What follows belongs to an exercise in optimizing a design on an open flow for small area and a short achievable clock period; a production flow would make more cautious choices. RTL that was checked went through simulation tests only; none was proved equivalent to the original. Function not checked in run 1: the RTL went through the layout flow alone.

==> flow/design.v, too long to show whole: its modules and the start of the top module <==
// module cte_fma: 178 lines
// module mul24cs: 1093 lines
module cte_fma (
    input  wire        clk,
    input  wire        rst,        
    input  wire        in_valid,
    input  wire        in_neg,     
    input  wire [31:0] in_a,
    input  wire [31:0] in_b,
    input  wire [31:0] in_c,
    output reg         out_valid,
    output reg  [31:0] out_r
);
  // ...
==> flow/flow/run.sh <==
#!/bin/bash
# The standard layout (standard.sh: the standard synthesis, then ORFS to
# finish) with two settings changed:
#  - the port buffers that buffer_ports adds are plain buffers (buf.txt)
#    instead of the delay cell it picks by default.
set -euo pipefail
D="$(cd "$(dirname "$0")" && pwd)"
MARGIN=$(cat "$D/margin.txt")
BUF=$(cat "$D/buf.txt")
bash standard.sh SETUP_SLACK_MARGIN="$MARGIN" \
    BUFFER_PORTS_ARGS="-buffer_cell $BUF" finish > standard_flow.log 2>&1
==> flow/flow/buf.txt <==
sky130_fd_sc_hd__buf_4
==> flow/flow/margin.txt <==
16.5
==> flow/standard.sh <==
#!/bin/bash
# synth_recipe.tcl (not shown) runs the flow's synth.tcl, then flattens the netlist and writes it again
# the make line also repeats each setting of config.mk as NAME=value (left out here)
make -C /OpenROAD-flow-scripts/flow DESIGN_CONFIG=/design/flow/config.mk WORK_HOME=/design/flow/orfs CLKGATE_MAP_FILE= SYNTH_SCRIPT=/design/flow/synth_recipe.tcl "${@:-finish}"
==> flow/config.mk <==
export PLATFORM = sky130hd
export DESIGN_NAME = cte_fma
export DESIGN_NICKNAME = cte_fma
export VERILOG_FILES = /design/flow/design.v
export SDC_FILE = /design/flow/constraint.sdc
export NUM_CORES = 4
export LEC_CHECK = 0
export CAP_MARGIN = 20
export CORE_MARGIN = 2
export CORE_UTILIZATION = 40
export SLEW_MARGIN = 20
==> flow/constraint.sdc <==
create_clock -name core_clock -period 22.0 [get_ports {clk}]
set_input_delay 4.4000 -clock core_clock [delete_from_list [all_inputs] [get_ports {clk}]]
set_output_delay 4.4000 -clock core_clock [all_outputs]
set_load 0.01 [all_outputs]
==> flow_metrics.tcl, run 1 <==
set metrics [dict create \
    status "finished clean" \
    hp-class "reg2reg" \
    critPathCaptureType "output port" \
    reg2reg_from "lz3[5]" \
    num-nonclk-buffers 202 \
    num_vias 35600 \
    met2_usage 0.386 \
    tap-cell-count 1391 \
    first_global_vias 35000 \
    post-route-util 0.446 \
    antenna_found_initial 2 \
    synth-simple-area-share 0.123 \
    use_met1 0.335 \
    netlist_top_cells_count "dfxtp_1 (521), inv_1 (436), fa_1 (304), nor2_1 (304), nand2_1 (298)" \
    synthCells 4775 \
    wl_met1_um 58000 \
    core_mm2 0.105 \
    synth_top_area_cell "dfxtp_1" \
    io_buffers 132 \
    n_fill_cell 10200 \
    cts_tree "built" \
    buffer_area_frac 0.0351 \
    multi_input_area_mm2 0.0293 \
    ioPinCount 133 \
    largest_reg_flops 77 \
    worstMarginPinSlew_ns 1.06 \
    grt_pass1_wl_um 209000 \
    syn_area_per_cell_um2 8.90 \
    ff2ff_path_depth 16 \
    synth_fa_ha_area_frac 0.215 \
    syn-cell-area_mm2 0.0425 \
    dp_slack_ns 16.35 \
    grt_use_total 0.246 \
    cpMaxStageDelayCell "dfxtp_2" \
]
==> module cte_fma, before the edit <==
module cte_fma (
    input  wire        clk,
    input  wire        rst,        
    input  wire        in_valid,
    input  wire        in_neg,     
    input  wire [31:0] in_a,
    input  wire [31:0] in_b,
    input  wire [31:0] in_c,
    output reg         out_valid,
    output reg  [31:0] out_r
);
    reg        v0, n0;
    reg [31:0] a0, b0, c0;
    always @(posedge clk) begin
        v0 <= rst ? 1'b0 : in_valid;
        n0 <= in_neg;
        a0 <= in_a;
        b0 <= in_b;
        c0 <= in_c;
    end
    wire       sa = a0[31], sb = b0[31], sc = c0[31];
    wire [7:0] ea = a0[30:23], eb = b0[30:23], ec = c0[30:23];
    wire a_zero = (ea == 8'd0);
    wire b_zero = (eb == 8'd0);
    wire c_zero = (ec == 8'd0);
    wire a_max  = (ea == 8'hFF);
    wire b_max  = (eb == 8'hFF);
    wire c_max  = (ec == 8'hFF);
    wire a_fz   = (a0[22:0] == 23'd0);
    wire b_fz   = (b0[22:0] == 23'd0);
    wire c_fz   = (c0[22:0] == 23'd0);
    wire a_inf  = a_max & a_fz;
    wire b_inf  = b_max & b_fz;
    wire c_inf  = c_max & c_fz;
    wire any_nan = (a_max & ~a_fz) | (b_max & ~b_fz) | (c_max & ~c_fz);
    wire sp  = sa ^ sb ^ n0;
    wire sub = sp ^ sc;
    wire pz  = a_zero | b_zero;
    wire p_inf = a_inf | b_inf;
    wire s1_nan = any_nan | (a_inf & b_zero) | (a_zero & b_inf) |
                  (p_inf & c_inf & sub);
    wire s1_inf = p_inf | c_inf;
    wire s1_isg = p_inf ? sp : sc;
    wire s1_zr  = pz & c_zero;
    wire [23:0] ma = {1'b1, a0[22:0]};
    wire [23:0] mb = {1'b1, b0[22:0]};
    wire [23:0] mc = {1'b1, c0[22:0]};
    wire [49:0] ms, mcy;
    mul24cs u_mul (.a(ma), .b(mb), .s(ms), .c(mcy));
    wire signed [10:0] sh_raw = $signed({3'd0, ea}) + $signed({3'd0, eb})
                              - $signed({3'd0, ec}) - 11'sd100;
    wire lo = pz | sh_raw[10];                     
    wire hi = c_zero | (~pz & ~sh_raw[10] & (|sh_raw[9:7]));   
    wire signed [9:0] e47 = lo ? $signed({2'd0, ec}) - 10'sd27
                               : $signed({2'd0, ea}) + $signed({2'd0, eb}) - 10'sd127;
    wire [6:0]  sh7  = sh_raw[6:0];
    wire [23:0] mcx  = mc ^ {24{sub}};
    wire [73:0] c_sh = {{128{sub}}, mcx, {50{sub}}} >> sh7;   
    reg [4:0] tz_c;
    integer j;
    always @(*) begin
        tz_c = 5'd23;
        for (j = 22; j >= 0; j = j - 1)
            if (c0[j]) tz_c = j[4:0];
    end
    wire signed [11:0] st_d = $signed({4'd0, ea}) + $signed({4'd0, eb})
                            - $signed({4'd0, ec}) - $signed({7'd0, tz_c}) - 12'sd151;
    wire        c_st = ~c_zero & ~pz & ~st_d[11];
    wire [73:0] c_al = hi ? {74{sub}} : (lo ? {mcx, {50{sub}}} : c_sh);
    reg        v1, sp1, sc1, sub1, nan1, inf1, isg1, zr1;
    reg [49:0] ms1, mcy1;
    reg [74:0] cal1;
    reg signed [9:0] e471;
    always @(posedge clk) begin
        v1   <= rst ? 1'b0 : v0;
        sp1  <= sp;
        sc1  <= sc;
        sub1 <= sub;
        nan1 <= s1_nan;
        inf1 <= s1_inf;
        isg1 <= s1_isg;
        zr1  <= s1_zr;
        ms1  <= ms;
        mcy1 <= mcy;
        cal1 <= {c_al, c_st ^ sub};
        e471 <= e47;
    end
    localparam [76:0] M49 = ~77'd0 << 49;          
    wire [76:0] cx  = {{2{sub1}}, cal1};
    wire [76:0] opa = {26'd0, ms1, 1'b0};
    wire [76:0] opb = {26'd0, mcy1, 1'b0};
    wire [76:0] s_a = opa ^ opb ^ cx;
    wire [76:0] c_a = {(opa[75:0] & opb[75:0]) | (opa[75:0] & cx[75:0]) | (opb[75:0] & cx[75:0]), 1'b0};
    wire [76:0] s_b = s_a ^ c_a ^ M49;
    wire [76:0] c_b = {(s_a[75:0] & c_a[75:0]) | (s_a[75:0] & M49[75:0]) | (c_a[75:0] & M49[75:0]), sub1};
    wire [76:0] sum = s_b + c_b;
    reg        v2, sp2, sc2, nan2, inf2, isg2, zr2;
    reg [76:0] sum2;
    reg signed [9:0] e472;
    always @(posedge clk) begin
        v2   <= rst ? 1'b0 : v1;
        sp2  <= sp1;
        sc2  <= sc1;
        nan2 <= nan1;
        inf2 <= inf1;
        isg2 <= isg1;
        zr2  <= zr1;
        sum2 <= sum;
        e472 <= e471;
    end
    wire        neg = sum2[76];
    wire [75:0] mag = neg ? (~sum2[75:0] + 76'd1) : sum2[75:0];
    reg [6:0] lz, tz;
    integer k;
    always @(*) begin
        lz = 7'd76;
        for (k = 0; k < 76; k = k + 1)
            if (mag[k]) lz = 7'd75 - k[6:0];
        tz = 7'd76;
        for (k = 75; k >= 0; k = k - 1)
            if (sum2[k]) tz = k[6:0];
    end
    wire zero = ~|sum2;
    reg        v3, nan3, inf3, isg3, rs3, zs3, zero3;
    reg [75:0] mag3;
    reg [6:0]  lz3, tz3;
    reg signed [9:0] e473;
    always @(posedge clk) begin
        v3    <= rst ? 1'b0 : v2;
        nan3  <= nan2;
        inf3  <= inf2;
        isg3  <= isg2;
        rs3   <= sp2 ^ neg;
        zs3   <= sp2 & sc2;
        mag3  <= mag;
        lz3   <= lz;
        tz3   <= tz;
        zero3 <= zero | zr2;
        e473  <= e472;
    end
    wire [75:0] q6 = lz3[6] ? {mag3[11:0], 64'd0} : mag3;
    wire [55:0] q5 = lz3[5] ? {q6[43:0], 12'd0} : q6[75:20];
    wire [39:0] q4 = lz3[4] ? q5[39:0] : q5[55:16];
    wire [31:0] q3 = lz3[3] ? q4[31:0] : q4[39:8];
    wire [27:0] q2 = lz3[2] ? q3[27:0] : q3[31:4];
    wire [25:0] q1 = lz3[1] ? q2[25:0] : q2[27:2];
    wire [24:0] q0 = lz3[0] ? q1[24:0] : q1[25:1];
    wire signed [9:0] e_norm = e473 - $signed({3'd0, lz3}) + 10'sd28;
    wire [23:0] mant   = q0[24:1];
    wire        guard  = q0[0];
    wire        sticky = ({1'b0, tz3} + {1'b0, lz3}) < 8'd51;
    wire        rup    = guard & (sticky | mant[0]);
    wire [24:0] mant_r = {1'b0, mant} + {24'd0, rup};
    wire signed [9:0] e_r = mant_r[24] ? e_norm + 10'sd1 : e_norm;
    wire [22:0] frac_r = mant_r[24] ? mant_r[23:1] : mant_r[22:0];
    wire to_min_normal = (e_norm == 10'sd0) && (&mant);
    reg [31:0] res;
    always @(*) begin
        if (nan3)
            res = 32'h7FC0_0000;
        else if (inf3)
            res = {isg3, 8'hFF, 23'd0};
        else if (zero3)
            res = {zs3, 31'd0};
        else if (e_r >= 10'sd255)
            res = {rs3, 8'hFF, 23'd0};
        else if (e_norm >= 10'sd1)
            res = {rs3, e_r[7:0], frac_r};
        else if (to_min_normal)
            res = {rs3, 8'd1, 23'd0};
        else
            res = {rs3, 31'd0};
    end
    always @(posedge clk) begin
        out_valid <= rst ? 1'b0 : v3;
        out_r     <= res;
    end
endmodule
==> run 2, diff against run 1 <==
--- a/flow/design.v
+++ b/flow/design.v
@@ -94,5 +94,6 @@
     wire [76:0] s_b = s_a ^ c_a ^ M49;
     wire [76:0] c_b = {(s_a[75:0] & c_a[75:0]) | (s_a[75:0] & M49[75:0]) | (c_a[75:0] & M49[75:0]), sub1};
-    wire [76:0] sum = s_b + c_b;
+    wire [76:0] sum;
+    add77 u_add (.a(s_b), .b(c_b), .s(sum));
     reg        v2, sp2, sc2, nan2, inf2, isg2, zr2;
     reg [76:0] sum2;
@@ -110,5 +111,6 @@
     end
     wire        neg = sum2[76];
-    wire [75:0] mag = neg ? (~sum2[75:0] + 76'd1) : sum2[75:0];
+    wire [75:0] mag;
+    neg76 u_neg (.x(sum2[75:0]), .neg(neg), .m(mag));
     reg [6:0] lz, tz;
     integer k;
@@ -1270,2 +1272,595 @@
     assign c[49] = 1'b0;
 endmodule
+module add77 (input wire [76:0] a, input wire [76:0] b, output wire [76:0] s);
+    wire [76:0] p0 = a ^ b;
+    wire [76:0] g0 = a & b;
+    wire gg1 = g0[1] | (p0[1] & g0[0]);
+    wire gg2 = g0[3] | (p0[3] & g0[2]);
+    wire pp2 = p0[3] & p0[2];
+    wire gg3 = g0[5] | (p0[5] & g0[4]);
+    wire pp3 = p0[5] & p0[4];
+    wire gg4 = g0[7] | (p0[7] & g0[6]);
+    wire pp4 = p0[7] & p0[6];
+    wire gg5 = g0[9] | (p0[9] & g0[8]);
+    wire pp5 = p0[9] & p0[8];
+    wire gg6 = g0[11] | (p0[11] & g0[10]);
+    wire pp6 = p0[11] & p0[10];
+    wire gg7 = g0[13] | (p0[13] & g0[12]);
+    wire pp7 = p0[13] & p0[12];
+    wire gg8 = g0[15] | (p0[15] & g0[14]);
+    wire pp8 = p0[15] & p0[14];
+    wire gg9 = g0[17] | (p0[17] & g0[16]);
+    wire pp9 = p0[17] & p0[16];
+    wire gg10 = g0[19] | (p0[19] & g0[18]);
+    wire pp10 = p0[19] & p0[18];
+    wire gg11 = g0[21] | (p0[21] & g0[20]);
+    wire pp11 = p0[21] & p0[20];
+    wire gg12 = g0[23] | (p0[23] & g0[22]);
+    wire pp12 = p0[23] & p0[22];
+    wire gg13 = g0[25] | (p0[25] & g0[24]);
+    wire pp13 = p0[25] & p0[24];
+    wire gg14 = g0[27] | (p0[27] & g0[26]);
+    wire pp14 = p0[27] & p0[26];
+    wire gg15 = g0[29] | (p0[29] & g0[28]);
+    wire pp15 = p0[29] & p0[28];
+    wire gg16 = g0[31] | (p0[31] & g0[30]);
+    wire pp16 = p0[31] & p0[30];
+    wire gg17 = g0[33] | (p0[33] & g0[32]);
+    wire pp17 = p0[33] & p0[32];
+    wire gg18 = g0[35] | (p0[35] & g0[34]);
+    wire pp18 = p0[35] & p0[34];
+    wire gg19 = g0[37] | (p0[37] & g0[36]);
+    wire pp19 = p0[37] & p0[36];
+    wire gg20 = g0[39] | (p0[39] & g0[38]);
+    wire pp20 = p0[39] & p0[38];
+    wire gg21 = g0[41] | (p0[41] & g0[40]);
+    wire pp21 = p0[41] & p0[40];
+    wire gg22 = g0[43] | (p0[43] & g0[42]);
+    wire pp22 = p0[43] & p0[42];
+    wire gg23 = g0[45] | (p0[45] & g0[44]);
+    wire pp23 = p0[45] & p0[44];
+    wire gg24 = g0[47] | (p0[47] & g0[46]);
+    wire pp24 = p0[47] & p0[46];
+    wire gg25 = g0[49] | (p0[49] & g0[48]);
+    wire pp25 = p0[49] & p0[48];
+    wire gg26 = g0[51] | (p0[51] & g0[50]);
+    wire pp26 = p0[51] & p0[50];
+    wire gg27 = g0[53] | (p0[53] & g0[52]);
+    wire pp27 = p0[53] & p0[52];
+    wire gg28 = g0[55] | (p0[55] & g0[54]);
+    wire pp28 = p0[55] & p0[54];
+    wire gg29 = g0[57] | (p0[57] & g0[56]);
+    wire pp29 = p0[57] & p0[56];
+    wire gg30 = g0[59] | (p0[59] & g0[58]);
+    wire pp30 = p0[59] & p0[58];
+    wire gg31 = g0[61] | (p0[61] & g0[60]);
+    wire pp31 = p0[61] & p0[60];
+    wire gg32 = g0[63] | (p0[63] & g0[62]);
+    wire pp32 = p0[63] & p0[62];
+    wire gg33 = g0[65] | (p0[65] & g0[64]);
+    wire pp33 = p0[65] & p0[64];
+    wire gg34 = g0[67] | (p0[67] & g0[66]);
+    wire pp34 = p0[67] & p0[66];
+    wire gg35 = g0[69] | (p0[69] & g0[68]);
+    wire pp35 = p0[69] & p0[68];
+    wire gg36 = g0[71] | (p0[71] & g0[70]);
+    wire pp36 = p0[71] & p0[70];
+    wire gg37 = g0[73] | (p0[73] & g0[72]);
+    wire pp37 = p0[73] & p0[72];
+    wire gg38 = g0[75] | (p0[75] & g0[74]);
+    wire pp38 = p0[75] & p0[74];
+    wire gg39 = gg2 | (pp2 & gg1);
+    wire gg40 = gg4 | (pp4 & gg3);
+    wire pp40 = pp4 & pp3;
+    wire gg41 = gg6 | (pp6 & gg5);
+    wire pp41 = pp6 & pp5;
+    wire gg42 = gg8 | (pp8 & gg7);
+    wire pp42 = pp8 & pp7;
+    wire gg43 = gg10 | (pp10 & gg9);
+    wire pp43 = pp10 & pp9;
+    wire gg44 = gg12 | (pp12 & gg11);
+    wire pp44 = pp12 & pp11;
+    wire gg45 = gg14 | (pp14 & gg13);
+    wire pp45 = pp14 & pp13;
+    wire gg46 = gg16 | (pp16 & gg15);
+    wire pp46 = pp16 & pp15;
+    wire gg47 = gg18 | (pp18 & gg17);
+    wire pp47 = pp18 & pp17;
+    wire gg48 = gg20 | (pp20 & gg19);
+    wire pp48 = pp20 & pp19;
+    wire gg49 = gg22 | (pp22 & gg21);
+    wire pp49 = pp22 & pp21;
+    wire gg50 = gg24 | (pp24 & gg23);
+    wire pp50 = pp24 & pp23;
+    wire gg51 = gg26 | (pp26 & gg25);
+    wire pp51 = pp26 & pp25;
+    wire gg52 = gg28 | (pp28 & gg27);
+    wire pp52 = pp28 & pp27;
+    wire gg53 = gg30 | (pp30 & gg29);
+    wire pp53 = pp30 & pp29;
+    wire gg54 = gg32 | (pp32 & gg31);
+    wire pp54 = pp32 & pp31;
+    wire gg55 = gg34 | (pp34 & gg33);
+    wire pp55 = pp34 & pp33;
+    wire gg56 = gg36 | (pp36 & gg35);
+    wire pp56 = pp36 & pp35;
+    wire gg57 = gg38 | (pp38 & gg37);
+    wire pp57 = pp38 & pp37;
+    wire gg58 = gg40 | (pp40 & gg39);
+    wire gg59 = gg42 | (pp42 & gg41);
+    wire pp59 = pp42 & pp41;
+    wire gg60 = gg44 | (pp44 & gg43);
+    wire pp60 = pp44 & pp43;
+    wire gg61 = gg46 | (pp46 & gg45);
+    wire pp61 = pp46 & pp45;
+    wire gg62 = gg48 | (pp48 & gg47);
+    wire pp62 = pp48 & pp47;
+    wire gg63 = gg50 | (pp50 & gg49);
+    wire pp63 = pp50 & pp49;
+    wire gg64 = gg52 | (pp52 & gg51);
+    wire pp64 = pp52 & pp51;
+    wire gg65 = gg54 | (pp54 & gg53);
+    wire pp65 = pp54 & pp53;
+    wire gg66 = gg56 | (pp56 & gg55);
+    wire pp66 = pp56 & pp55;
+    wire gg67 = gg59 | (pp59 & gg58);
+    wire gg68 = gg61 | (pp61 & gg60);
+    wire pp68 = pp61 & pp60;
+    wire gg69 = gg63 | (pp63 & gg62);
+    wire pp69 = pp63 & pp62;
+    wire gg70 = gg65 | (pp65 & gg64);
+    wire pp70 = pp65 & pp64;
+    wire gg71 = gg68 | (pp68 & gg67);
+    wire gg72 = gg70 | (pp70 & gg69);
+    wire pp72 = pp70 & pp69;
+    wire gg73 = gg72 | (pp72 & gg71);
+    wire gg74 = gg69 | (pp69 & gg71);
+    wire gg75 = gg60 | (pp60 & gg67);
+    wire gg76 = gg62 | (pp62 & gg71);
+    wire gg77 = gg64 | (pp64 & gg74);
+    wire gg78 = gg66 | (pp66 & gg73);
+    wire gg79 = gg41 | (pp41 & gg58);
+    wire gg80 = gg43 | (pp43 & gg67);
+    wire gg81 = gg45 | (pp45 & gg75);
+    wire gg82 = gg47 | (pp47 & gg71);
+    wire gg83 = gg49 | (pp49 & gg76);
+    wire gg84 = gg51 | (pp51 & gg74);
+    wire gg85 = gg53 | (pp53 & gg77);
+    wire gg86 = gg55 | (pp55 & gg73);
+    wire gg87 = gg57 | (pp57 & gg78);
+    wire gg88 = gg3 | (pp3 & gg39);
+    wire gg89 = gg5 | (pp5 & gg58);
+    wire gg90 = gg7 | (pp7 & gg79);
+    wire gg91 = gg9 | (pp9 & gg67);
+    wire gg92 = gg11 | (pp11 & gg80);
+    wire gg93 = gg13 | (pp13 & gg75);
+    wire gg94 = gg15 | (pp15 & gg81);
+    wire gg95 = gg17 | (pp17 & gg71);
+    wire gg96 = gg19 | (pp19 & gg82);
+    wire gg97 = gg21 | (pp21 & gg76);
+    wire gg98 = gg23 | (pp23 & gg83);
+    wire gg99 = gg25 | (pp25 & gg74);
+    wire gg100 = gg27 | (pp27 & gg84);
+    wire gg101 = gg29 | (pp29 & gg77);
+    wire gg102 = gg31 | (pp31 & gg85);
+    wire gg103 = gg33 | (pp33 & gg73);
+    wire gg104 = gg35 | (pp35 & gg86);
+    wire gg105 = gg37 | (pp37 & gg78);
+    wire gg106 = g0[2] | (p0[2] & gg1);
+    wire gg107 = g0[4] | (p0[4] & gg39);
+    wire gg108 = g0[6] | (p0[6] & gg88);
+    wire gg109 = g0[8] | (p0[8] & gg58);
+    wire gg110 = g0[10] | (p0[10] & gg89);
+    wire gg111 = g0[12] | (p0[12] & gg79);
+    wire gg112 = g0[14] | (p0[14] & gg90);
+    wire gg113 = g0[16] | (p0[16] & gg67);
+    wire gg114 = g0[18] | (p0[18] & gg91);
+    wire gg115 = g0[20] | (p0[20] & gg80);
+    wire gg116 = g0[22] | (p0[22] & gg92);
+    wire gg117 = g0[24] | (p0[24] & gg75);
+    wire gg118 = g0[26] | (p0[26] & gg93);
+    wire gg119 = g0[28] | (p0[28] & gg81);
+    wire gg120 = g0[30] | (p0[30] & gg94);
+    wire gg121 = g0[32] | (p0[32] & gg71);
+    wire gg122 = g0[34] | (p0[34] & gg95);
+    wire gg123 = g0[36] | (p0[36] & gg82);
+    wire gg124 = g0[38] | (p0[38] & gg96);
+    wire gg125 = g0[40] | (p0[40] & gg76);
+    wire gg126 = g0[42] | (p0[42] & gg97);
+    wire gg127 = g0[44] | (p0[44] & gg83);
+    wire gg128 = g0[46] | (p0[46] & gg98);
+    wire gg129 = g0[48] | (p0[48] & gg74);
+    wire gg130 = g0[50] | (p0[50] & gg99);
+    wire gg131 = g0[52] | (p0[52] & gg84);
+    wire gg132 = g0[54] | (p0[54] & gg100);
+    wire gg133 = g0[56] | (p0[56] & gg77);
+    wire gg134 = g0[58] | (p0[58] & gg101);
+    wire gg135 = g0[60] | (p0[60] & gg85);
+    wire gg136 = g0[62] | (p0[62] & gg102);
+    wire gg137 = g0[64] | (p0[64] & gg73);
+    wire gg138 = g0[66] | (p0[66] & gg103);
+    wire gg139 = g0[68] | (p0[68] & gg86);
+    wire gg140 = g0[70] | (p0[70] & gg104);
+    wire gg141 = g0[72] | (p0[72] & gg78);
+    wire gg142 = g0[74] | (p0[74] & gg105);
+    wire gg143 = g0[76] | (p0[76] & gg87);
+    assign s[0] = p0[0];
+    assign s[1] = p0[1] ^ g0[0];
+    assign s[2] = p0[2] ^ gg1;
+    assign s[3] = p0[3] ^ gg106;
+    assign s[4] = p0[4] ^ gg39;
+    assign s[5] = p0[5] ^ gg107;
+    assign s[6] = p0[6] ^ gg88;
+    assign s[7] = p0[7] ^ gg108;
+    assign s[8] = p0[8] ^ gg58;
+    assign s[9] = p0[9] ^ gg109;
+    assign s[10] = p0[10] ^ gg89;
+    assign s[11] = p0[11] ^ gg110;
+    assign s[12] = p0[12] ^ gg79;
+    assign s[13] = p0[13] ^ gg111;
+    assign s[14] = p0[14] ^ gg90;
+    assign s[15] = p0[15] ^ gg112;
+    assign s[16] = p0[16] ^ gg67;
+    assign s[17] = p0[17] ^ gg113;
+    assign s[18] = p0[18] ^ gg91;
+    assign s[19] = p0[19] ^ gg114;
+    assign s[20] = p0[20] ^ gg80;
+    assign s[21] = p0[21] ^ gg115;
+    assign s[22] = p0[22] ^ gg92;
+    assign s[23] = p0[23] ^ gg116;
+    assign s[24] = p0[24] ^ gg75;
+    assign s[25] = p0[25] ^ gg117;
+    assign s[26] = p0[26] ^ gg93;
+    assign s[27] = p0[27] ^ gg118;
+    assign s[28] = p0[28] ^ gg81;
+    assign s[29] = p0[29] ^ gg119;
+    assign s[30] = p0[30] ^ gg94;
+    assign s[31] = p0[31] ^ gg120;
+    assign s[32] = p0[32] ^ gg71;
+    assign s[33] = p0[33] ^ gg121;
+    assign s[34] = p0[34] ^ gg95;
+    assign s[35] = p0[35] ^ gg122;
+    assign s[36] = p0[36] ^ gg82;
+    assign s[37] = p0[37] ^ gg123;
+    assign s[38] = p0[38] ^ gg96;
+    assign s[39] = p0[39] ^ gg124;
+    assign s[40] = p0[40] ^ gg76;
+    assign s[41] = p0[41] ^ gg125;
+    assign s[42] = p0[42] ^ gg97;
+    assign s[43] = p0[43] ^ gg126;
+    assign s[44] = p0[44] ^ gg83;
+    assign s[45] = p0[45] ^ gg127;
+    assign s[46] = p0[46] ^ gg98;
+    assign s[47] = p0[47] ^ gg128;
+    assign s[48] = p0[48] ^ gg74;
+    assign s[49] = p0[49] ^ gg129;
+    assign s[50] = p0[50] ^ gg99;
+    assign s[51] = p0[51] ^ gg130;
+    assign s[52] = p0[52] ^ gg84;
+    assign s[53] = p0[53] ^ gg131;
+    assign s[54] = p0[54] ^ gg100;
+    assign s[55] = p0[55] ^ gg132;
+    assign s[56] = p0[56] ^ gg77;
+    assign s[57] = p0[57] ^ gg133;
+    assign s[58] = p0[58] ^ gg101;
+    assign s[59] = p0[59] ^ gg134;
+    assign s[60] = p0[60] ^ gg85;
+    assign s[61] = p0[61] ^ gg135;
+    assign s[62] = p0[62] ^ gg102;
+    assign s[63] = p0[63] ^ gg136;
+    assign s[64] = p0[64] ^ gg73;
+    assign s[65] = p0[65] ^ gg137;
+    assign s[66] = p0[66] ^ gg103;
+    assign s[67] = p0[67] ^ gg138;
+    assign s[68] = p0[68] ^ gg86;
+    assign s[69] = p0[69] ^ gg139;
+    assign s[70] = p0[70] ^ gg104;
+    assign s[71] = p0[71] ^ gg140;
+    assign s[72] = p0[72] ^ gg78;
+    assign s[73] = p0[73] ^ gg141;
+    assign s[74] = p0[74] ^ gg105;
+    assign s[75] = p0[75] ^ gg142;
+    assign s[76] = p0[76] ^ gg87;
+endmodule
+module neg76 (input wire [75:0] x, input wire neg, output wire [75:0] m);
+    wire oo1 = x[1] | x[0];
+    wire oo2 = x[3] | x[2];
+    wire oo3 = x[5] | x[4];
+    wire oo4 = x[7] | x[6];
+    wire oo5 = x[9] | x[8];
+    wire oo6 = x[11] | x[10];
+    wire oo7 = x[13] | x[12];
+    wire oo8 = x[15] | x[14];
+    wire oo9 = x[17] | x[16];
+    wire oo10 = x[19] | x[18];
+    wire oo11 = x[21] | x[20];
+    wire oo12 = x[23] | x[22];
+    wire oo13 = x[25] | x[24];
+    wire oo14 = x[27] | x[26];
+    wire oo15 = x[29] | x[28];
+    wire oo16 = x[31] | x[30];
+    wire oo17 = x[33] | x[32];
+    wire oo18 = x[35] | x[34];
+    wire oo19 = x[37] | x[36];
+    wire oo20 = x[39] | x[38];
+    wire oo21 = x[41] | x[40];
+    wire oo22 = x[43] | x[42];
+    wire oo23 = x[45] | x[44];
+    wire oo24 = x[47] | x[46];
+    wire oo25 = x[49] | x[48];
+    wire oo26 = x[51] | x[50];
+    wire oo27 = x[53] | x[52];
+    wire oo28 = x[55] | x[54];
+    wire oo29 = x[57] | x[56];
+    wire oo30 = x[59] | x[58];
+    wire oo31 = x[61] | x[60];
+    wire oo32 = x[63] | x[62];
+    wire oo33 = x[65] | x[64];
+    wire oo34 = x[67] | x[66];
+    wire oo35 = x[69] | x[68];
+    wire oo36 = x[71] | x[70];
+    wire oo37 = x[73] | x[72];
+    wire oo38 = x[75] | x[74];
+    wire oo39 = x[2] | oo1;
+    wire oo40 = oo2 | oo1;
+    wire oo41 = x[6] | oo3;
+    wire oo42 = oo4 | oo3;
+    wire oo43 = x[10] | oo5;
+    wire oo44 = oo6 | oo5;
+    wire oo45 = x[14] | oo7;
+    wire oo46 = oo8 | oo7;
+    wire oo47 = x[18] | oo9;
+    wire oo48 = oo10 | oo9;
+    wire oo49 = x[22] | oo11;
+    wire oo50 = oo12 | oo11;
+    wire oo51 = x[26] | oo13;
+    wire oo52 = oo14 | oo13;
+    wire oo53 = x[30] | oo15;
+    wire oo54 = oo16 | oo15;
+    wire oo55 = x[34] | oo17;
+    wire oo56 = oo18 | oo17;
+    wire oo57 = x[38] | oo19;
+    wire oo58 = oo20 | oo19;
+    wire oo59 = x[42] | oo21;
+    wire oo60 = oo22 | oo21;
+    wire oo61 = x[46] | oo23;
+    wire oo62 = oo24 | oo23;
+    wire oo63 = x[50] | oo25;
+    wire oo64 = oo26 | oo25;
+    wire oo65 = x[54] | oo27;
+    wire oo66 = oo28 | oo27;
+    wire oo67 = x[58] | oo29;
+    wire oo68 = oo30 | oo29;
+    wire oo69 = x[62] | oo31;
+    wire oo70 = oo32 | oo31;
+    wire oo71 = x[66] | oo33;
+    wire oo72 = oo34 | oo33;
+    wire oo73 = x[70] | oo35;
+    wire oo74 = oo36 | oo35;
+    wire oo75 = x[74] | oo37;
+    wire oo76 = oo38 | oo37;
+    wire oo77 = x[4] | oo40;
+    wire oo78 = oo3 | oo40;
+    wire oo79 = oo41 | oo40;
+    wire oo80 = oo42 | oo40;
+    wire oo81 = x[12] | oo44;
+    wire oo82 = oo7 | oo44;
+    wire oo83 = oo45 | oo44;
+    wire oo84 = oo46 | oo44;
+    wire oo85 = x[20] | oo48;
+    wire oo86 = oo11 | oo48;
+    wire oo87 = oo49 | oo48;
+    wire oo88 = oo50 | oo48;
+    wire oo89 = x[28] | oo52;
+    wire oo90 = oo15 | oo52;
+    wire oo91 = oo53 | oo52;
+    wire oo92 = oo54 | oo52;
+    wire oo93 = x[36] | oo56;
+    wire oo94 = oo19 | oo56;
+    wire oo95 = oo57 | oo56;
+    wire oo96 = oo58 | oo56;
+    wire oo97 = x[44] | oo60;
+    wire oo98 = oo23 | oo60;
+    wire oo99 = oo61 | oo60;
+    wire oo100 = oo62 | oo60;
+    wire oo101 = x[52] | oo64;
+    wire oo102 = oo27 | oo64;
+    wire oo103 = oo65 | oo64;
+    wire oo104 = oo66 | oo64;
+    wire oo105 = x[60] | oo68;
+    wire oo106 = oo31 | oo68;
+    wire oo107 = oo69 | oo68;
+    wire oo108 = oo70 | oo68;
+    wire oo109 = x[68] | oo72;
+    wire oo110 = oo35 | oo72;
+    wire oo111 = oo73 | oo72;
+    wire oo112 = oo74 | oo72;
+    wire oo113 = x[8] | oo80;
+    wire oo114 = oo5 | oo80;
+    wire oo115 = oo43 | oo80;
+    wire oo116 = oo44 | oo80;
+    wire oo117 = oo81 | oo80;
+    wire oo118 = oo82 | oo80;
+    wire oo119 = oo83 | oo80;
+    wire oo120 = oo84 | oo80;
+    wire oo121 = x[24] | oo88;
+    wire oo122 = oo13 | oo88;
+    wire oo123 = oo51 | oo88;
+    wire oo124 = oo52 | oo88;
+    wire oo125 = oo89 | oo88;
+    wire oo126 = oo90 | oo88;
+    wire oo127 = oo91 | oo88;
+    wire oo128 = oo92 | oo88;
+    wire oo129 = x[40] | oo96;
+    wire oo130 = oo21 | oo96;
+    wire oo131 = oo59 | oo96;
+    wire oo132 = oo60 | oo96;
+    wire oo133 = oo97 | oo96;
+    wire oo134 = oo98 | oo96;
+    wire oo135 = oo99 | oo96;
+    wire oo136 = oo100 | oo96;
+    wire oo137 = x[56] | oo104;
+    wire oo138 = oo29 | oo104;
+    wire oo139 = oo67 | oo104;
+    wire oo140 = oo68 | oo104;
+    wire oo141 = oo105 | oo104;
+    wire oo142 = oo106 | oo104;
+    wire oo143 = oo107 | oo104;
+    wire oo144 = oo108 | oo104;
+    wire oo145 = x[72] | oo112;
+    wire oo146 = oo37 | oo112;
+    wire oo147 = oo75 | oo112;
+    wire oo148 = oo76 | oo112;
+    wire oo149 = x[16] | oo120;
+    wire oo150 = oo9 | oo120;
+    wire oo151 = oo47 | oo120;
+    wire oo152 = oo48 | oo120;
+    wire oo153 = oo85 | oo120;
+    wire oo154 = oo86 | oo120;
+    wire oo155 = oo87 | oo120;
+    wire oo156 = oo88 | oo120;
+    wire oo157 = oo121 | oo120;
+    wire oo158 = oo122 | oo120;
+    wire oo159 = oo123 | oo120;
+    wire oo160 = oo124 | oo120;
+    wire oo161 = oo125 | oo120;
+    wire oo162 = oo126 | oo120;
+    wire oo163 = oo127 | oo120;
+    wire oo164 = oo128 | oo120;
+    wire oo165 = x[48] | oo136;
+    wire oo166 = oo25 | oo136;
+    wire oo167 = oo63 | oo136;
+    wire oo168 = oo64 | oo136;
+    wire oo169 = oo101 | oo136;
+    wire oo170 = oo102 | oo136;
+    wire oo171 = oo103 | oo136;
+    wire oo172 = oo104 | oo136;
+    wire oo173 = oo137 | oo136;
+    wire oo174 = oo138 | oo136;
+    wire oo175 = oo139 | oo136;
+    wire oo176 = oo140 | oo136;
+    wire oo177 = oo141 | oo136;
+    wire oo178 = oo142 | oo136;
+    wire oo179 = oo143 | oo136;
+    wire oo180 = oo144 | oo136;
+    wire oo181 = x[32] | oo164;
+    wire oo182 = oo17 | oo164;
+    wire oo183 = oo55 | oo164;
+    wire oo184 = oo56 | oo164;
+    wire oo185 = oo93 | oo164;
+    wire oo186 = oo94 | oo164;
+    wire oo187 = oo95 | oo164;
+    wire oo188 = oo96 | oo164;
+    wire oo189 = oo129 | oo164;
+    wire oo190 = oo130 | oo164;
+    wire oo191 = oo131 | oo164;
+    wire oo192 = oo132 | oo164;
+    wire oo193 = oo133 | oo164;
+    wire oo194 = oo134 | oo164;
+    wire oo195 = oo135 | oo164;
+    wire oo196 = oo136 | oo164;
+    wire oo197 = oo165 | oo164;
+    wire oo198 = oo166 | oo164;
+    wire oo199 = oo167 | oo164;
+    wire oo200 = oo168 | oo164;
+    wire oo201 = oo169 | oo164;
+    wire oo202 = oo170 | oo164;
+    wire oo203 = oo171 | oo164;
+    wire oo204 = oo172 | oo164;
+    wire oo205 = oo173 | oo164;
+    wire oo206 = oo174 | oo164;
+    wire oo207 = oo175 | oo164;
+    wire oo208 = oo176 | oo164;
+    wire oo209 = oo177 | oo164;
+    wire oo210 = oo178 | oo164;
+    wire oo211 = oo179 | oo164;
+    wire oo212 = oo180 | oo164;
+    wire oo213 = x[64] | oo212;
+    wire oo214 = oo33 | oo212;
+    wire oo215 = oo71 | oo212;
+    wire oo216 = oo72 | oo212;
+    wire oo217 = oo109 | oo212;
+    wire oo218 = oo110 | oo212;
+    wire oo219 = oo111 | oo212;
+    wire oo220 = oo112 | oo212;
+    wire oo221 = oo145 | oo212;
+    wire oo222 = oo146 | oo212;
+    wire oo223 = oo147 | oo212;
+    wire oo224 = oo148 | oo212;
+    assign m[0] = x[0];
+    assign m[1] = x[1] ^ (neg & x[0]);
+    assign m[2] = x[2] ^ (neg & oo1);
+    assign m[3] = x[3] ^ (neg & oo39);
+    assign m[4] = x[4] ^ (neg & oo40);
+    assign m[5] = x[5] ^ (neg & oo77);
+    assign m[6] = x[6] ^ (neg & oo78);
+    assign m[7] = x[7] ^ (neg & oo79);
+    assign m[8] = x[8] ^ (neg & oo80);
+    assign m[9] = x[9] ^ (neg & oo113);
+    assign m[10] = x[10] ^ (neg & oo114);
+    assign m[11] = x[11] ^ (neg & oo115);
+    assign m[12] = x[12] ^ (neg & oo116);
+    assign m[13] = x[13] ^ (neg & oo117);
+    assign m[14] = x[14] ^ (neg & oo118);
+    assign m[15] = x[15] ^ (neg & oo119);
+    assign m[16] = x[16] ^ (neg & oo120);
+    assign m[17] = x[17] ^ (neg & oo149);
+    assign m[18] = x[18] ^ (neg & oo150);
+    assign m[19] = x[19] ^ (neg & oo151);
+    assign m[20] = x[20] ^ (neg & oo152);
+    assign m[21] = x[21] ^ (neg & oo153);
+    assign m[22] = x[22] ^ (neg & oo154);
+    assign m[23] = x[23] ^ (neg & oo155);
+    assign m[24] = x[24] ^ (neg & oo156);
+    assign m[25] = x[25] ^ (neg & oo157);
+    assign m[26] = x[26] ^ (neg & oo158);
+    assign m[27] = x[27] ^ (neg & oo159);
+    assign m[28] = x[28] ^ (neg & oo160);
+    assign m[29] = x[29] ^ (neg & oo161);
+    assign m[30] = x[30] ^ (neg & oo162);
+    assign m[31] = x[31] ^ (neg & oo163);
+    assign m[32] = x[32] ^ (neg & oo164);
+    assign m[33] = x[33] ^ (neg & oo181);
+    assign m[34] = x[34] ^ (neg & oo182);
+    assign m[35] = x[35] ^ (neg & oo183);
+    assign m[36] = x[36] ^ (neg & oo184);
+    assign m[37] = x[37] ^ (neg & oo185);
+    assign m[38] = x[38] ^ (neg & oo186);
+    assign m[39] = x[39] ^ (neg & oo187);
+    assign m[40] = x[40] ^ (neg & oo188);
+    assign m[41] = x[41] ^ (neg & oo189);
+    assign m[42] = x[42] ^ (neg & oo190);
+    assign m[43] = x[43] ^ (neg & oo191);
+    assign m[44] = x[44] ^ (neg & oo192);
+    assign m[45] = x[45] ^ (neg & oo193);
+    assign m[46] = x[46] ^ (neg & oo194);
+    assign m[47] = x[47] ^ (neg & oo195);
+    assign m[48] = x[48] ^ (neg & oo196);
+    assign m[49] = x[49] ^ (neg & oo197);
+    assign m[50] = x[50] ^ (neg & oo198);
+    assign m[51] = x[51] ^ (neg & oo199);
+    assign m[52] = x[52] ^ (neg & oo200);
+    assign m[53] = x[53] ^ (neg & oo201);
+    assign m[54] = x[54] ^ (neg & oo202);
+    assign m[55] = x[55] ^ (neg & oo203);
+    assign m[56] = x[56] ^ (neg & oo204);
+    assign m[57] = x[57] ^ (neg & oo205);
+    assign m[58] = x[58] ^ (neg & oo206);
+    assign m[59] = x[59] ^ (neg & oo207);
+    assign m[60] = x[60] ^ (neg & oo208);
+    assign m[61] = x[61] ^ (neg & oo209);
+    assign m[62] = x[62] ^ (neg & oo210);
+    assign m[63] = x[63] ^ (neg & oo211);
+    assign m[64] = x[64] ^ (neg & oo212);
+    assign m[65] = x[65] ^ (neg & oo213);
+    assign m[66] = x[66] ^ (neg & oo214);
+    assign m[67] = x[67] ^ (neg & oo215);
+    assign m[68] = x[68] ^ (neg & oo216);
+    assign m[69] = x[69] ^ (neg & oo217);
+    assign m[70] = x[70] ^ (neg & oo218);
+    assign m[71] = x[71] ^ (neg & oo219);
+    assign m[72] = x[72] ^ (neg & oo220);
+    assign m[73] = x[73] ^ (neg & oo221);
+    assign m[74] = x[74] ^ (neg & oo222);
+    assign m[75] = x[75] ^ (neg & oo223);
+endmodule
==> flow/flow/margin.txt (replaced) <==
16.7
--- a/flow/config.mk
+++ b/flow/config.mk
@@ -8,4 +8,5 @@
 export CAP_MARGIN = 20
 export CORE_MARGIN = 2
-export CORE_UTILIZATION = 40
+export CORE_UTILIZATION = 55
+export PLACE_DENSITY = 0.7
 export SLEW_MARGIN = 20
==> run 2 against run 1 <==
Cell count is 4.3% lower. Routed wire length is 1.4% lower. Sequential share of layout area is 0.25 points lower. Worst setup slack better by 0.017 ns. First-iteration DRC count is 2.8% lower. Critical path depth stayed put. Critical path type unchanged. Die area is 25% lower. Count of clock-buffer cells in the layout is 12 lower. Synthesized cell count is 2.5% higher.
==> flow_metrics.tcl, run 2 <==
set metrics [dict create \
    status "finished clean" \
    rsz0062_at_grt "true" \
    core_mm2 0.0786 \
    path_depth 1 \
    synth_top_area_frac 0.240 \
    cts_buffers 58 \
    ff2ff_path_depth 14 \
    first_global_vias 35300 \
    worstPathCellList "buf_6" \
    final_common_cell "dfxtp_1" \
    r2r_end "cal1[22]" \
    setup_tns_ns 0 \
    clk-insertion-delay-late_ns 0.66 \
    max_freq_mhz 182 \
    multi_input_area_mm2 0.0300 \
    clock-sinks 521 \
    syn-cell-area_mm2 0.0434 \
    timing.max_cap.violations 0 \
    hp-class "reg2reg" \
    seqCellArea_mm2 0.0105 \
    yosysMostFrequentCell "dfxtp_1" \
    synthToLayoutAreaGrowth_pct 9.28 \
    grt_overflow 0 \
    synth_cell_type_count 106 \
    synth_seq_cells 521 \
    yosysSeqAreaShare 0.240 \
    ctsHtreeMaxLevel 2 \
    relSlewSlack 0.211 \
    synthCells 4892 \
    crit_end "out_r[23]" \
    clkTransAtPathRegs_ns 0.07 \
    synthesis.nets 5577 \
    period_share 0.249 \
    io_buffers 132 \
    antenna_found_initial 2 \
    synth_flop_cell "dfxtp_1" \
    regMostFlops "sum2" \
    start_kind "register" \
    n_fill_cell 6934 \
    slew_viol_final 0 \
    cp_num_buf_inv 1 \
    num_vias 36700 \
    top_regs "sum2: 77 flops, mag3: 76 flops, cal1: 75 flops" \
    reg2reg_from "a0[24]" \
    cts_root_buf "clkbuf_16" \
    reg2reg_slack_ns 16.90 \
    wl_per_cell_um 22.7 \
    cts_hold_buf 0 \
    drt-total-wl_um 134000 \
    drt_iter0_drc 3963 \
    avgViaCountPerCell 6.20 \
    dr.pass1.iters 6 \
    drcViolationCount 0 \
    hold_viol_final 0 \
    grt_pass1_wl_um 206000 \
    final_antenna_net_count 0 \
    netlist_top_cells_count "dfxtp_1 (521), inv_1 (488), fa_1 (340)" \
    timing.final.ws_setup_ns 16.51 \
    skew_ns 0.0288 \
    path_delay_family "flip-flops" \
    grt_max_degree 74 \
    cts_tree "built" \
    crit_start "out_r[23]" \
    synth_top_area_cell "dfxtp_1" \
    async_reset_ff_frac 0 \
    place_hpwl_um 98300 \
    dp_slack_ns 16.48 \
    dieArea_mm2 0.0812 \
    holdPathStages 0 \
    die_h_um 285 \
    cpMaxStageDelayCell "dfxtp_2" \
    fin_nets 5500 \
    path_max_fanout 1 \
    drive_gt1_frac 0.106 \
    place_congestion 1.00 \
    synth.area.top_cells "dfxtp_1 (24%), fa_1 (16%), ha_1 (7.1%)" \
    crit_type "reg2out" \
    grt_use_total 0.323 \
    syn_area_per_cell_um2 8.87 \
    critPathCaptureType "output port" \
    clockBufferDepth 3 \
    synth_edf_count 0 \
    setup_viol 0 \
    start_util 0.552 \
    worstMarginPinSlew_ns 1.18 \
    ys.warnings.count 1 \
    cp.required_ns 17.60 \
    rows 103 \
    fin_crit_ns 5.49 \
    fp.dieW_um 285 \
    ioPinCount 133 \
    arrival_ns 1.09 \
    largest_reg_flops 77 \
    final_cell_mix "dfxtp_1 (488), inv_1 (487), fa_1 (339), nand2_1 (299), nor2_1 (271)" \
    max_stage_delay_ns 0.32 \
]
-- run 2: area by class of cell --
cell class,count,share of cell area
multi-input combinational,3530,0.632
clock inverter,41,0.0118
sequential,521,0.221
clock buffer,66,0.0323
antenna,1,0.0000527
timing repair inverter,1,0.000105
inverter,494,0.0392
tap,1050,0.0277
timing repair buffer,209,0.0363
-- run 2: routing by layer --
layer  part of all wire  wire length [um]  vias up  track usage
met3               0.10             13400      406       0.0777
met1               0.41             55500    17500        0.439
li1                   -                 -    16800            -
met5            0.00023                31        -      0.00523
met2               0.44             58900     1965        0.491
met4              0.047              6360        4        0.140
-- run 2: what timing repair did --
action	CTS	global route
pin swaps	1	1
resized for setup	58	34
endpoints found under the setup margin	48	127
cloned	1	1
setup buffers	0	2
-- run 2: cell families (layout without fill, tap and decap cells) --
kind of cell / after synthesis / after routing / synth area share
xor gates and xnor gates: 486 / 486 / 0.0980
AOI/OAI and AO/OA: 1188 / 1188 / 0.186
other: 0 / 1 / 0
muxes: 178 / 178 / 0.0499
buffers and inverters: 842 / 811 / 0.0747
and+or+nand+nor: 1091 / 1092 / 0.124
adders and majority gates: 586 / 586 / 0.228
DFF: 521 / 521 / 0.240
-- run 2: how the worst min path moves through the flow --
stage / startpoint / endpoint / slack [ns]
finish: isg1 / isg2 / 0.33
global route: e471[6] / e472[6] / 0.33
CTS: e471[5] / e472[5] / 0.33
detailed placement: isg1 / isg2 / 0.31
global placement: e471[5] / e472[5] / 0.31
floorplan: e471[0] / e472[0] / 0.31
-- run 2: through the flow --
stage	instance area (um2)	std cells	utilization	hold WS [ns]
floorplan	43400	4892	-	0.310
global placement	45000	5800	0.572	0.310
detailed placement	45000	5800	0.572	0.312
CTS	47200	5908	0.601	0.325
global route	47400	5912	0.603	0.331
finish	47400	5913	0.604	0.327

re-timing with driven ports:
Ports are ideal in the flow. The routed layouts listed here were re-timed in OpenROAD.
Step 1, drivers: a clkbuf_16 drives clk and a buf_2 each remaining input, both assumed.
Step 2 also shifts input and output timing later by t, the mid clock arrival at the registers, as if the neighbouring blocks saw the same clock.
Three values: no drivers, after step 1, after step 2; two values: the first two.
run | shift t [ns] | slack for setup (ns) | hold slack, ns | worst setup path after step 2 | worst register clock-pin slew, ns
run 1 | 0.736 | 16.496 / 16.422 / 16.802 | 0.324 / 0.324 / 0.324 | register to register | 0.07 / 0.07
run 2 | 0.714 | 16.513 / 16.442 / 16.904 | 0.327 / 0.327 / 0.327 | register to register | 0.07 / 0.07
After both steps every run listed still meets setup and hold.
